This is an optimization exercise on Yosys and OpenROAD, whose aim is small area and a short achievable clock period, not a production implementation. The RTL was checked by simulation tests, not by an equivalence proof against the original design. No activity file was given, so power comes from the tool's default toggle rates.

--- flow/design.v ---
module bcdec (
    input  wire         clk,
    input  wire         rst,
    input  wire         in_valid,
    input  wire [511:0] data,
    input  wire [63:0]  bpar,
    input  wire [63:0]  cpar,
    output reg          out_valid,
    output wire [511:0] dout,
    output wire [1:0]   kind,
    output wire [2:0]   loc_word,
    output wire [2:0]   loc_byte,
    output wire [2:0]   loc_bit
);
    wire [63:0] bf, cm;
    genvar gi;
    generate
        for (gi = 0; gi < 64; gi = gi + 1) begin : g_par
            bcdec_par9 u_bf (.x({bpar[gi], data[8*gi +: 8]}), .y(bf[gi]));
            bcdec_par9 u_cm (.x({cpar[gi], data[448+gi], data[384+gi], data[320+gi],
                                 data[256+gi], data[192+gi], data[128+gi], data[64+gi],
                                 data[gi]}), .y(cm[gi]));
        end
    endgenerate
    wire        ab, mb, ac, mc;
    wire [31:0] n1b, n1c;
    wire [15:0] a2b, a2c;
    wire [7:0]  n3b, n3c;
    bcdec_am64 u_amb (.x(bf), .a(ab), .m(mb), .n1(n1b), .a2(a2b), .n3(n3b));
    bcdec_am64 u_amc (.x(cm), .a(ac), .m(mc), .n1(n1c), .a2(a2c), .n3(n3c));
    wire [7:0] one;
    generate
        for (gi = 0; gi < 8; gi = gi + 1) begin : g_one
            bcdec_nor2 u_one (.a(mb), .b(mc), .y(one[gi]));
        end
    endgenerate
    wire       match;
    wire [2:0] iw, ib, ic;
    bcdec_where u_where (.bf(bf), .cm(cm), .n1b(n1b), .n1c(n1c), .a2b(a2b), .a2c(a2c),
                         .n3b(n3b), .n3c(n3c), .match(match), .iw(iw), .ib(ib), .ic(ic));
    reg [511:0] data_q;
    reg [63:0]  bf_q, cm_q;
    reg         ab_q, mb_q, ac_q, mc_q, match_q;
    reg [7:0]   one_q;
    reg [2:0]   iw_q, ib_q, ic_q;
    always @(posedge clk) begin
        if (rst)
            out_valid <= 1'b0;
        else
            out_valid <= in_valid;
        data_q  <= data;
        bf_q    <= bf;
        cm_q    <= cm;
        ab_q    <= ab;
        mb_q    <= mb;
        ac_q    <= ac;
        mc_q    <= mc;
        match_q <= match;
        one_q   <= one;
        iw_q    <= iw;
        ib_q    <= ib;
        ic_q    <= ic;
    end
    wire [63:0] cmg;
    generate
        for (gi = 0; gi < 64; gi = gi + 1) begin : g_cmg
            bcdec_and2 u_cmg (.a(cm_q[gi]), .b(one_q[gi/8]), .y(cmg[gi]));
        end
    endgenerate
    generate
        for (gi = 0; gi < 512; gi = gi + 1) begin : g_fix
            bcdec_fix u_fix (.d(data_q[gi]), .a(bf_q[8*(gi/64) + (gi%64)/8]),
                             .b(cmg[gi%64]), .y(dout[gi]));
        end
    endgenerate
    bcdec_judge u_judge (.ab(ab_q), .mb(mb_q), .ac(ac_q), .mc(mc_q), .match(match_q),
                         .iw(iw_q), .ib(ib_q), .ic(ic_q), .kind(kind),
                         .loc_word(loc_word), .loc_byte(loc_byte), .loc_bit(loc_bit));
endmodule
module bcdec_xor2 (input wire a, input wire b, output wire y);
    assign y = a ^ b;
endmodule
module bcdec_par9 (input wire [8:0] x, output wire y);
    wire [3:0] l1;
    wire [1:0] l2;
    wire       l3;
    bcdec_xor2 u0 (.a(x[0]), .b(x[1]), .y(l1[0]));
    bcdec_xor2 u1 (.a(x[2]), .b(x[3]), .y(l1[1]));
    bcdec_xor2 u2 (.a(x[4]), .b(x[5]), .y(l1[2]));
    bcdec_xor2 u3 (.a(x[6]), .b(x[7]), .y(l1[3]));
    bcdec_xor2 u4 (.a(l1[0]), .b(l1[1]), .y(l2[0]));
    bcdec_xor2 u5 (.a(l1[2]), .b(l1[3]), .y(l2[1]));
    bcdec_xor2 u6 (.a(l2[0]), .b(x[8]), .y(l3));
    bcdec_xor2 u7 (.a(l3), .b(l2[1]), .y(y));
endmodule
module bcdec_fix (input wire d, input wire a, input wire b, output wire y);
    assign y = d ^ (a & b);
endmodule
module bcdec_and2 (input wire a, input wire b, output wire y);
    assign y = a & b;
endmodule
module bcdec_nor2 (input wire a, input wire b, output wire y);
    assign y = ~(a | b);
endmodule
module bcdec_nand2 (input wire a, input wire b, output wire y);
    assign y = ~(a & b);
endmodule
module bcdec_a211oi (input wire a0, input wire a1, input wire b0, input wire b1,
                     output wire y);
    assign y = ~((a0 & a1) | b0 | b1);
endmodule
module bcdec_o211ai (input wire a0, input wire a1, input wire b0, input wire b1,
                     output wire y);
    assign y = ~((a0 | a1) & b0 & b1);
endmodule
module bcdec_am64 (
    input  wire [63:0] x,
    output wire        a,
    output wire        m,
    output wire [31:0] n1,    
    output wire [15:0] a2,    
    output wire [7:0]  n3     
);
    wire [31:0] f1;
    wire [15:0] m2;
    wire [7:0]  f3;
    wire [3:0]  a4, m4;
    wire [1:0]  n5, f5;
    genvar i;
    generate
        for (i = 0; i < 32; i = i + 1) begin : g_l1
            bcdec_nor2  u_n (.a(x[2*i]), .b(x[2*i+1]), .y(n1[i]));
            bcdec_nand2 u_f (.a(x[2*i]), .b(x[2*i+1]), .y(f1[i]));
        end
        for (i = 0; i < 16; i = i + 1) begin : g_l2
            bcdec_nand2  u_a (.a(n1[2*i]), .b(n1[2*i+1]), .y(a2[i]));
            bcdec_o211ai u_m (.a0(n1[2*i]), .a1(n1[2*i+1]), .b0(f1[2*i]), .b1(f1[2*i+1]),
                              .y(m2[i]));
        end
        for (i = 0; i < 8; i = i + 1) begin : g_l3
            bcdec_nor2   u_n (.a(a2[2*i]), .b(a2[2*i+1]), .y(n3[i]));
            bcdec_a211oi u_f (.a0(a2[2*i]), .a1(a2[2*i+1]), .b0(m2[2*i]), .b1(m2[2*i+1]),
                              .y(f3[i]));
        end
        for (i = 0; i < 4; i = i + 1) begin : g_l4
            bcdec_nand2  u_a (.a(n3[2*i]), .b(n3[2*i+1]), .y(a4[i]));
            bcdec_o211ai u_m (.a0(n3[2*i]), .a1(n3[2*i+1]), .b0(f3[2*i]), .b1(f3[2*i+1]),
                              .y(m4[i]));
        end
        for (i = 0; i < 2; i = i + 1) begin : g_l5
            bcdec_nor2   u_n (.a(a4[2*i]), .b(a4[2*i+1]), .y(n5[i]));
            bcdec_a211oi u_f (.a0(a4[2*i]), .a1(a4[2*i+1]), .b0(m4[2*i]), .b1(m4[2*i+1]),
                              .y(f5[i]));
        end
    endgenerate
    bcdec_nand2  u_a (.a(n5[0]), .b(n5[1]), .y(a));
    bcdec_o211ai u_m (.a0(n5[0]), .a1(n5[1]), .b0(f5[0]), .b1(f5[1]), .y(m));
endmodule
module bcdec_where (
    input  wire [63:0] bf,
    input  wire [63:0] cm,
    input  wire [31:0] n1b,
    input  wire [31:0] n1c,
    input  wire [15:0] a2b,
    input  wire [15:0] a2c,
    input  wire [7:0]  n3b,
    input  wire [7:0]  n3c,
    output wire        match,
    output wire [2:0]  iw,
    output wire [2:0]  ib,
    output wire [2:0]  ic
);
    reg [31:0] ob, oc;
    reg [15:0] pb, pc;
    reg [7:0]  qb, qc;
    integer i;
    always @* begin
        for (i = 0; i < 32; i = i + 1) begin
            ob[i] = bf[2*i+1];
            oc[i] = cm[2*i+1];
        end
        for (i = 0; i < 16; i = i + 1) begin
            pb[i] = n1b[2*i+1];
            pc[i] = n1c[2*i+1];
        end
        for (i = 0; i < 8; i = i + 1) begin
            qb[i] = a2b[2*i+1];
            qc[i] = a2c[2*i+1];
        end
    end
    assign ib = {|qb, ~&pb, |ob};
    assign ic = {|qc, ~&pc, |oc};
    wire [2:0] lc;
    assign iw = {~&n3b[7:4], ~&{n3b[7:6], n3b[3:2]}, ~&{n3b[7], n3b[5], n3b[3], n3b[1]}};
    assign lc = {~&n3c[7:4], ~&{n3c[7:6], n3c[3:2]}, ~&{n3c[7], n3c[5], n3c[3], n3c[1]}};
    assign match = (ib == lc);
endmodule
module bcdec_judge (
    input  wire       ab,
    input  wire       mb,
    input  wire       ac,
    input  wire       mc,
    input  wire       match,
    input  wire [2:0] iw,
    input  wire [2:0] ib,
    input  wire [2:0] ic,
    output wire [1:0] kind,
    output wire [2:0] loc_word,
    output wire [2:0] loc_byte,
    output wire [2:0] loc_bit
);
    wire sb    = ab & ~mb;
    wire clean = ~ab & ~ac;
    wire k1    = sb & ac & ~mc & match;
    wire k2    = sb & ~ac;
    assign kind     = {~clean & ~k1, ~clean & ~k2};
    assign loc_word = (k1 | k2) ? iw : 3'd0;
    assign loc_byte = (k1 | k2) ? ib : 3'd0;
    assign loc_bit  = k1 ? ic : 3'd0;
endmodule
--- flow/flow/run.sh ---
#!/bin/bash
# The standard layout, with the smallest buffers on the ports in place of
# the default delay-cell buffers, and the pins on the top and bottom edges only
# of a wide, low die. Timing repair aims past the clock period so that the
# layout reaches a shorter period.
set -euo pipefail
export BUFFER_PORTS_ARGS="-buffer_cell sky130_fd_sc_hd__buf_1"
export PLACE_PINS_ARGS="-exclude left:* -exclude right:*"
export SETUP_SLACK_MARGIN=7.5
bash standard.sh > standard_make.log 2>&1
--- flow/standard.sh ---
#!/bin/bash
# synth_recipe.tcl (not shown) runs the flow's synth.tcl, then flattens the netlist and writes it again
# the make line also repeats each setting of config.mk as NAME=value (left out here)
make -C /OpenROAD-flow-scripts/flow DESIGN_CONFIG=/design/flow/config.mk WORK_HOME=/design/flow/orfs CLKGATE_MAP_FILE= SYNTH_SCRIPT=/design/flow/synth_recipe.tcl "${@:-finish}"
--- flow/config.mk ---
export PLATFORM = sky130hd
export DESIGN_NAME = bcdec
export DESIGN_NICKNAME = bcdec
export VERILOG_FILES = /design/flow/design.v
export SDC_FILE = /design/flow/constraint.sdc
export NUM_CORES = 4
export LEC_CHECK = 0
export CAP_MARGIN = 20
export CORE_AREA = 5 5 595 125
export CTS_BUF_LIST = sky130_fd_sc_hd__clkbuf_8
export CTS_CLUSTER_SIZE = 24
export DIE_AREA = 0 0 600 130
export SLEW_MARGIN = 20
export SYNTH_HIERARCHICAL = 1
export SYNTH_MINIMUM_KEEP_SIZE = 0
--- flow/constraint.sdc ---
create_clock -name core_clock -period 12.0 [get_ports {clk}]
set_input_delay 2.4000 -clock core_clock [delete_from_list [all_inputs] [get_ports {clk}]]
set_output_delay 2.4000 -clock core_clock [all_outputs]
set_load 0.01 [all_outputs]
==> flow_metrics.tcl, run 1 <==
set metrics [dict create \
    synth_area_leaders "dfxtp_1 (43%), xor2_1 (29%), xnor2_1 (14%)" \
    antenna_found_initial 9 \
    end_kind "flop" \
    yosysUniqueCellTypes 27 \
    die_w_um 600 \
    grt_max_degree 14 \
    ir_drop_mv 0.0822 \
    ys_seq_area_frac 0.427 \
    ys_warn_count 8 \
    routabilityCongestion 1.08 \
    p_per_area_mw_per_mm2 168 \
    cts_tree "built" \
    vias 25600 \
    cts.path.max_buffers 3 \
    core_mm2 0.0690 \
    initialDrtViolationCount 1941 \
    grt_overflow_total 0 \
    synth_cells 3110 \
    fp.dieH_um 130 \
    rsz0062_at_grt "true" \
    synth_seq_cells 663 \
    fmax_mhz 218 \
    drv_cap 0 \
    drive_gt1_frac 0.108 \
    netlist_area_mm2 0.0311 \
    yosysTopAreaCell "dfxtp_1" \
    fin_crit_sh 0.383 \
    io_pins 1167 \
    grt_pass1_vias 25200 \
    finalPower_mw 6.68 \
    relSlewSlack 0.289 \
    tightest_slew_ns 1.06 \
    finalHoldViolations 0 \
    yosysTopAreaCellShare 0.427 \
    cp_data_required_time_ns 12.61 \
    leakage_nw 15.2 \
    grt_util_all_layers 0.315 \
    grt_pass1_wl_mm 176 \
    h-tree-depth 3 \
    routedWlPerCell_um 23.9 \
    rows 43 \
    min_path_type "in2reg" \
    critical_path_arrival_ns 5.20 \
    place_area_mm2 0.0369 \
    nets 5054 \
    avgSynthCellArea_um2 10.0 \
    status "complete, no violations" \
    final_cell_mix "buf_1 (1125), xor2_1 (973), dfxtp_1 (656)" \
    finalSetupTns_ns 0 \
    syn_to_final_growth_pct 27.9 \
    first_pass_iters 7 \
    multi_input_area_mm2 0.0188 \
    port-buffer-count 1166 \
    die_area_mm2 0.0780 \
    vias_per_cell 4.72 \
    fin_area_mm2 0.0398 \
    cts_sinks 663 \
    ant_nets 0 \
    start_kind "primary input" \
    clockRootBuffer "clkbuf_8" \
    n_fill_cell 6456 \
    drc 0 \
    cts_inserted_buffers 80 \
    setup_viol 0 \
    synth_nets 3753 \
    area.sequential_mm2 0.0133 \
    wl_mm 130 \
    path_class "in2reg" \
    finalCriticalPeriod_ns 4.59 \
    dp_hpwl_mm 109 \
    maxSlewViolCount 0 \
    cp_max_fo 4 \
    layout_commonest_cell "buf_1" \
    start_util 0.451 \
    clkTransAtPathRegs_ns 0.08 \
]
-- per-module statistics from Yosys, one instance, submodules excluded, excerpt --
module | cells inside | copies in the design
bcdec | 664 | 1
bcdec_judge | 25 | 1
bcdec_where | 49 | 1
bcdec_o211ai | 1 | 42
bcdec_xor2 | 1 | 1024
bcdec_fix | 2 | 512
bcdec_a211oi | 1 | 20
bcdec_and2 | 1 | 64
bcdec_nor2 | 1 | 92
bcdec_nand2 | 1 | 106
-- kinds of logic after synthesis --
family	count (synthesis)	synth area share
buffers and inverters	11	0.00181
XOR/XNOR	1538	0.433
AND/OR/NAND/NOR	827	0.110
AO/OA/AOI/OAI	71	0.0281
flip-flops	663	0.427
-- layout make-up --
| cell class | count | share of cell area |
|---|---|---|
| Tap cell | 945 | 0.0297 |
| Sequential cell | 663 | 0.334 |
| Antenna cell | 10 | 0.000629 |
| Multi-Input combinational cell | 2437 | 0.473 |
| Timing Repair Buffer | 1220 | 0.122 |
| Clock buffer | 94 | 0.0325 |
| Clock inverter | 40 | 0.00648 |
| Inverter | 9 | 0.000849 |
-- per-layer routing --
| metal | vias up | global-route usage | wire length [um] |
|---|---|---|---|
| met3 | 130 | 0.111 | 12600 |
| met2 | 812 | 0.498 | 59800 |
| li1 | 12200 | - | - |
| met5 | - | 0.0235 | 364 |
| met4 | 4 | 0.0531 | 1740 |
| met1 | 12400 | 0.421 | 55100 |
-- report_power, final --
part | internal (mW) | switching (mW)
logic | 0.662 | 1.46
registers | 2.50 | 0.375
clock network | 0.777 | 0.905
-- synth_stat cells --
library cell and n:
xnor2_1 512, nand4_1 16, a211oi_2 26, nor2b_4 1
xor2_1 1026, nand2b_2 1, nor3_2 2, or4_1 1
nand2_1 621, or2_2 1, and2_1 64, and4_1 2
a21o_2 1, nand2b_1 1, o211ai_2 42, buf_6 2
o22a_2 1, or4_4 1, a21oi_1 1, nand3_1 1
nor2_1 92, dfxtp_1 663, nand3b_2 1, nor4b_2 1
nor4_1 20, nor3_1 1, inv_1 9
-- flip-flops by register name (all words and copies together), names as in the netlist --
| signal | flops |
|---|---|
| ab_q | 1 |
| ac_q | 1 |
| bf_q | 64 |
| cm_q | 64 |
| data_q | 512 |
| ib_q | 3 |
| ic_q | 3 |
| iw_q | 3 |
| match_q | 1 |
| mb_q | 1 |
| mc_q | 1 |
| one_q | 8 |
| out_valid | 1 |
-- path summary, 6_finish.rpt --
check                  from           to  cells past startpoint
setup / recovery   data[27]     one_q[2]                     14
hold / removal    data[427]  data_q[427]                      1
-- worst max-delay path, cell delays in order --
cell	delay, ns
buf_1	0.18
xor2_1	0.20
xor2_1	0.29
xor2_2	0.29
xor2_1	0.13
buf_4	0.23
nor2_2	0.19
nand2_1	0.12
a211oi_2	0.28
o211ai_2	0.15
a211oi_4	0.30
buf_4	0.19
o211ai_2	0.14
nor2_1	0.12
-- metrics by stage --
stage	utilization	cells	setup slack [ns]	hold slack, ns
2_1_floorplan	-	3110	7.63	2.43
3_3_place_gp	0.535	5254	5.87	2.58
3_5_place_dp	0.535	5254	5.90	2.58
4_1_cts	0.564	5396	7.49	1.80
5_1_grt	0.576	5410	7.42	1.81
6_report	0.577	5418	7.41	1.86
-- timing repair --
action | 4_1_cts | 5_1_grt
gates resized for setup | 125 | 181
gates cloned | 0 | 1
hold buffers | 0 | 0
pin swaps | 11 | 52
setup buffers | 8 | 11
endpoints found under the setup margin | 463 | 137
==> run 2, diff against run 1 <==
--- a/flow/config.mk
+++ b/flow/config.mk
@@ -8,6 +8,6 @@
 export CAP_MARGIN = 20
-export CORE_AREA = 5 5 595 125
+export CORE_AREA = 5 5 575 145
 export CTS_BUF_LIST = sky130_fd_sc_hd__clkbuf_8
 export CTS_CLUSTER_SIZE = 24
-export DIE_AREA = 0 0 600 130
+export DIE_AREA = 0 0 580 150
 export SLEW_MARGIN = 20
==> run 2 against run 1 <==
  * Still clean on timing, DRC and antenna
  * Sequential share of layout area about the same
  * Utilization decreased by 7.3 points
  * Final area increased by 0.14%
  * Routed wire length increased by 5.9%
  * Flip-flop and latch count unchanged
  * Critical path depth decreased by 6
  * Final cell count increased by 2.4%
  * First-iteration DRC count decreased by 1.9%
  * Via count increased by 1.1%
  * Combinational power decreased by 17%
  * Fmax increased by 1.3%
  * Global-route usage decreased by 1.6 points
  * Critical path type unchanged
  * Critical endpoint is now ic_q[0]
==> flow_metrics.tcl, run 2 <==
set metrics [dict create \
    status "complete, no violations" \
    dp_hpwl_mm 116 \
    grt_util_all_layers 0.299 \
    finalSetupTns_ns 0 \
    clkTransAtPathRegs_ns 0.09 \
    cp_cell_sequence "buf_1 > xor2_1 > xor2_1 > xor2_2 > xor2_4 > nor4_1 > nand4_1 > or2_2" \
    wl_mm 137 \
    min_from "data[253]" \
    synth-edff-count 0 \
    first_pass_iters 5 \
    slowest_delay_ns 0.62 \
    end_kind "flop" \
    ys_warn_count 8 \
    drive_gt1_frac 0.105 \
    crit_top_cell "xor2_1" \
    yosys.area_share.adder 0 \
    synth_compound_gate_area_share 0.0281 \
    regMostFlops "data_q" \
    p_per_area_mw_per_mm2 165 \
    combPwrFrac 0.269 \
    ys_seq_area_frac 0.427 \
    core_mm2 0.0791 \
    async_flop_share 0 \
    cp_max_fo 4 \
    clockRootBuffer "clkbuf_8" \
    switching_power_mw 2.51 \
    die_w_um 580 \
    grt_pass1_vias 25500 \
    start_kind "primary input" \
    synth-simple-area-share 0.110 \
    maxSlewViolCount 0 \
    synth_area_leaders "dfxtp_1 (43%), xor2_1 (29%), xnor2_1 (14%)" \
    cp_data_required_time_ns 12.58 \
    largest_register_ffs 512 \
    crit_family "simple AND/OR/NAND/NOR gates" \
    port-buffer-count 1166 \
    syn_to_final_growth_pct 28.1 \
    critical_path_arrival_ns 5.11 \
    p_seq_frac 0.437 \
    yosys-top-cells-count "xor2_1 (1026), dfxtp_1 (663), nand2_1 (621)" \
    yosys-mux-area-fraction 0 \
    synth-xor-area-share 0.433 \
    initialDrtViolationCount 1904 \
    synth_nets 3753 \
    yosysUniqueCellTypes 27 \
    synth_seq_cells 663 \
    finalHoldViolations 0 \
    start_util 0.393 \
    final_cell_mix "buf_1 (1108), xor2_1 (989), dfxtp_1 (654)" \
    crit_cells 8 \
    path_class "in2reg" \
    drc 0 \
    die_area_mm2 0.0870 \
    synth_cells 3110 \
    yosysTopAreaCell "dfxtp_1" \
    setup_viol 0 \
    leakage_nw 15.3 \
    routedWlPerCell_um 24.7 \
    min_path_type "in2reg" \
    n_fill_cell 7758 \
    rows 51 \
    cts_tree "built" \
    cts_sinks 663 \
    fp.dieH_um 150 \
    finalCriticalPeriod_ns 4.53 \
    cp_num_buf_inv 1 \
    layout_commonest_cell "buf_1" \
    grt_pass1_wl_mm 185 \
    vias_per_cell 4.65 \
    crit_slowest_cell "nor4_1" \
    rsz0062_at_grt "true" \
    crit_start "data[227]" \
    grt_max_degree 13 \
    cp-endpoint "ic_q[0]" \
    ir_drop_mv 0.0756 \
    internal_power_mw 4.06 \
    hold_buffers 0 \
    reg.largest.list "data_q: 512 flops, bf_q: 64 flops, cm_q: 64 flops" \
    fin_crit_sh 0.378 \
    ant_nets 0 \
    fin_area_mm2 0.0398 \
    h-tree-depth 3 \
    nets 5030 \
    antenna_found_initial 12 \
    tightest_slew_ns 1.08 \
    switching_share 0.382 \
    drv_cap 0 \
    fmax_mhz 221 \
    cts.path.max_buffers 3 \
    synth_most_common_cell "xor2_1" \
    cts_inserted_buffers 85 \
    avgSynthCellArea_um2 10.0 \
    place_area_mm2 0.0370 \
    io_pins 1167 \
    ys.flop_type "dfxtp_1" \
    grt_overflow_total 0 \
    yosysTopAreaCellShare 0.427 \
    routabilityCongestion 0.984 \
    clockPowerShare 0.295 \
    synth_top_family_by_area "XOR/XNOR gates" \
    relSlewSlack 0.275 \
    netlist_area_mm2 0.0311 \
    vias 25800 \
]
-- run 2: cell counts after synthesis --
Identical to the previous run, type by type.
-- run 2: cell type report --
| cell class | count | area [um2] | area share |
|---|---|---|---|
| Clock inverter | 44 | 387 | 0.00971 |
| Tap cell | 1086 | 1360 | 0.0341 |
| Inverter | 9 | 33.8 | 0.000848 |
| Sequential cell | 663 | 13300 | 0.334 |
| Clock buffer | 112 | 1540 | 0.0387 |
| Timing Repair Buffer | 1191 | 4640 | 0.116 |
| Multi-Input combinational cell | 2437 | 18600 | 0.466 |
| Antenna cell | 6 | 15.0 | 0.000377 |
-- run 2: timing repair --
item | in CTS | in global routing
setup endpoints to repair | 492 | 158
buffers inserted | 0 | 8
gates resized for setup | 181 | 102
cloned | 0 | 1
pin swaps | 2 | 23
-- run 2: cell families (layout without fill, tap and decap cells) --
group / Yosys count / in the layout
AO/OA/AOI/OAI: 71 / 72
AND/OR/NAND/NOR: 827 / 827
flip-flops: 663 / 663
buffers and inverters: 11 / 1356
XOR/XNOR: 1538 / 1538
other: 0 / 6
-- run 2: how the worst min path moves through the flow --
stage                  endpoint  slack [ns]  cells after the start
floorplan             data_q[0]        2.43                      0
global placement      data_q[3]        2.58                      1
detailed placement  data_q[399]        2.58                      1
CTS                 data_q[254]        1.81                      1
global route        data_q[253]        1.82                      1
finish              data_q[253]        1.86                      1
-- run 2: stage by stage --
step	cells	utilization	setup slack (ns)	hold slack, ns	power, mW
after global placement	5377	0.467	6.37	2.58	4.55
after global routing	5545	0.504	7.43	1.82	6.85
after CTS	5533	0.497	7.41	1.81	6.49
after detailed placement	5377	0.467	6.38	2.58	4.55
after floorplan	3110	-	7.63	2.43	3.67
final	5548	0.504	7.47	1.86	6.57
-- run 2: power by group through the flow --
stage | sequential [mW] | clock (mW) | combinational, mW
4_1_cts | 2.87 | 1.96 | 1.67
3_3_place_gp | 2.91 | 0 | 1.63
3_5_place_dp | 2.92 | 0 | 1.64
5_1_grt | 2.91 | 2.07 | 1.86
6_report | 2.87 | 1.94 | 1.77
2_1_floorplan | 2.75 | 0 | 0.926
-- run 2: routing by layer --
| layer | track usage | vias up | part of all wire |
|---|---|---|---|
| li1 | - | 12200 | - |
| met1 | 0.406 | 12600 | 0.43 |
| met2 | 0.487 | 809 | 0.47 |
| met3 | 0.0587 | 210 | 0.070 |
| met4 | 0.0804 | 4 | 0.025 |
| met5 | 0 | - | 0.00020 |
-- run 2: Yosys stat by module (local to each module, per instance), excerpt --
module	cell area, um2	cells
bcdec_xor2	8.76	1
bcdec_and2	6.26	1
bcdec_nor2	3.75	1
bcdec	13300	664
bcdec_nand2	3.75	1
bcdec_a211oi	12.5	1
bcdec_o211ai	12.5	1
bcdec_where	322	49
bcdec_judge	201	25
bcdec_fix	12.5	2

afterwards: timing with drivers on the ports:
How much do the figures lean on ideal ports? The routed layouts below were timed once more, with nothing changed but the port constraints.
Step 1 (the two cells are an assumption about what drives the block):
set clk [get_ports {clk}]
set_driving_cell -lib_cell sky130_fd_sc_hd__clkbuf_16 $clk
set_driving_cell -lib_cell sky130_fd_sc_hd__buf_2 [delete_from_list [all_inputs] $clk]
Step 2 adds t to the input delays and takes it off the output delays; t is the mean of the earliest and latest rising clock arrival at the registers after step 1. Input paths then give back, and output paths get back, about the clock's delay inside the block.
a / b / c = no drivers / after step 1 / after step 2; a / b = the first two.
| run | shift t [ns] | slack for setup (ns) | worst data-port slew with drivers (ns) | cell pins on the clock port's net |
|---|---|---|---|---|
| run 1 | 0.748 | 7.409 / 7.439 / 6.691 | 0.11 | 1 |
| run 2 | 0.764 | 7.469 / 7.447 / 6.746 | 0.17 | 1 |
After both steps every run listed still meets setup and hold. The setup slack of run 2, which loses most, moves by -0.022 ns with the drivers and by -0.723 ns with both steps.
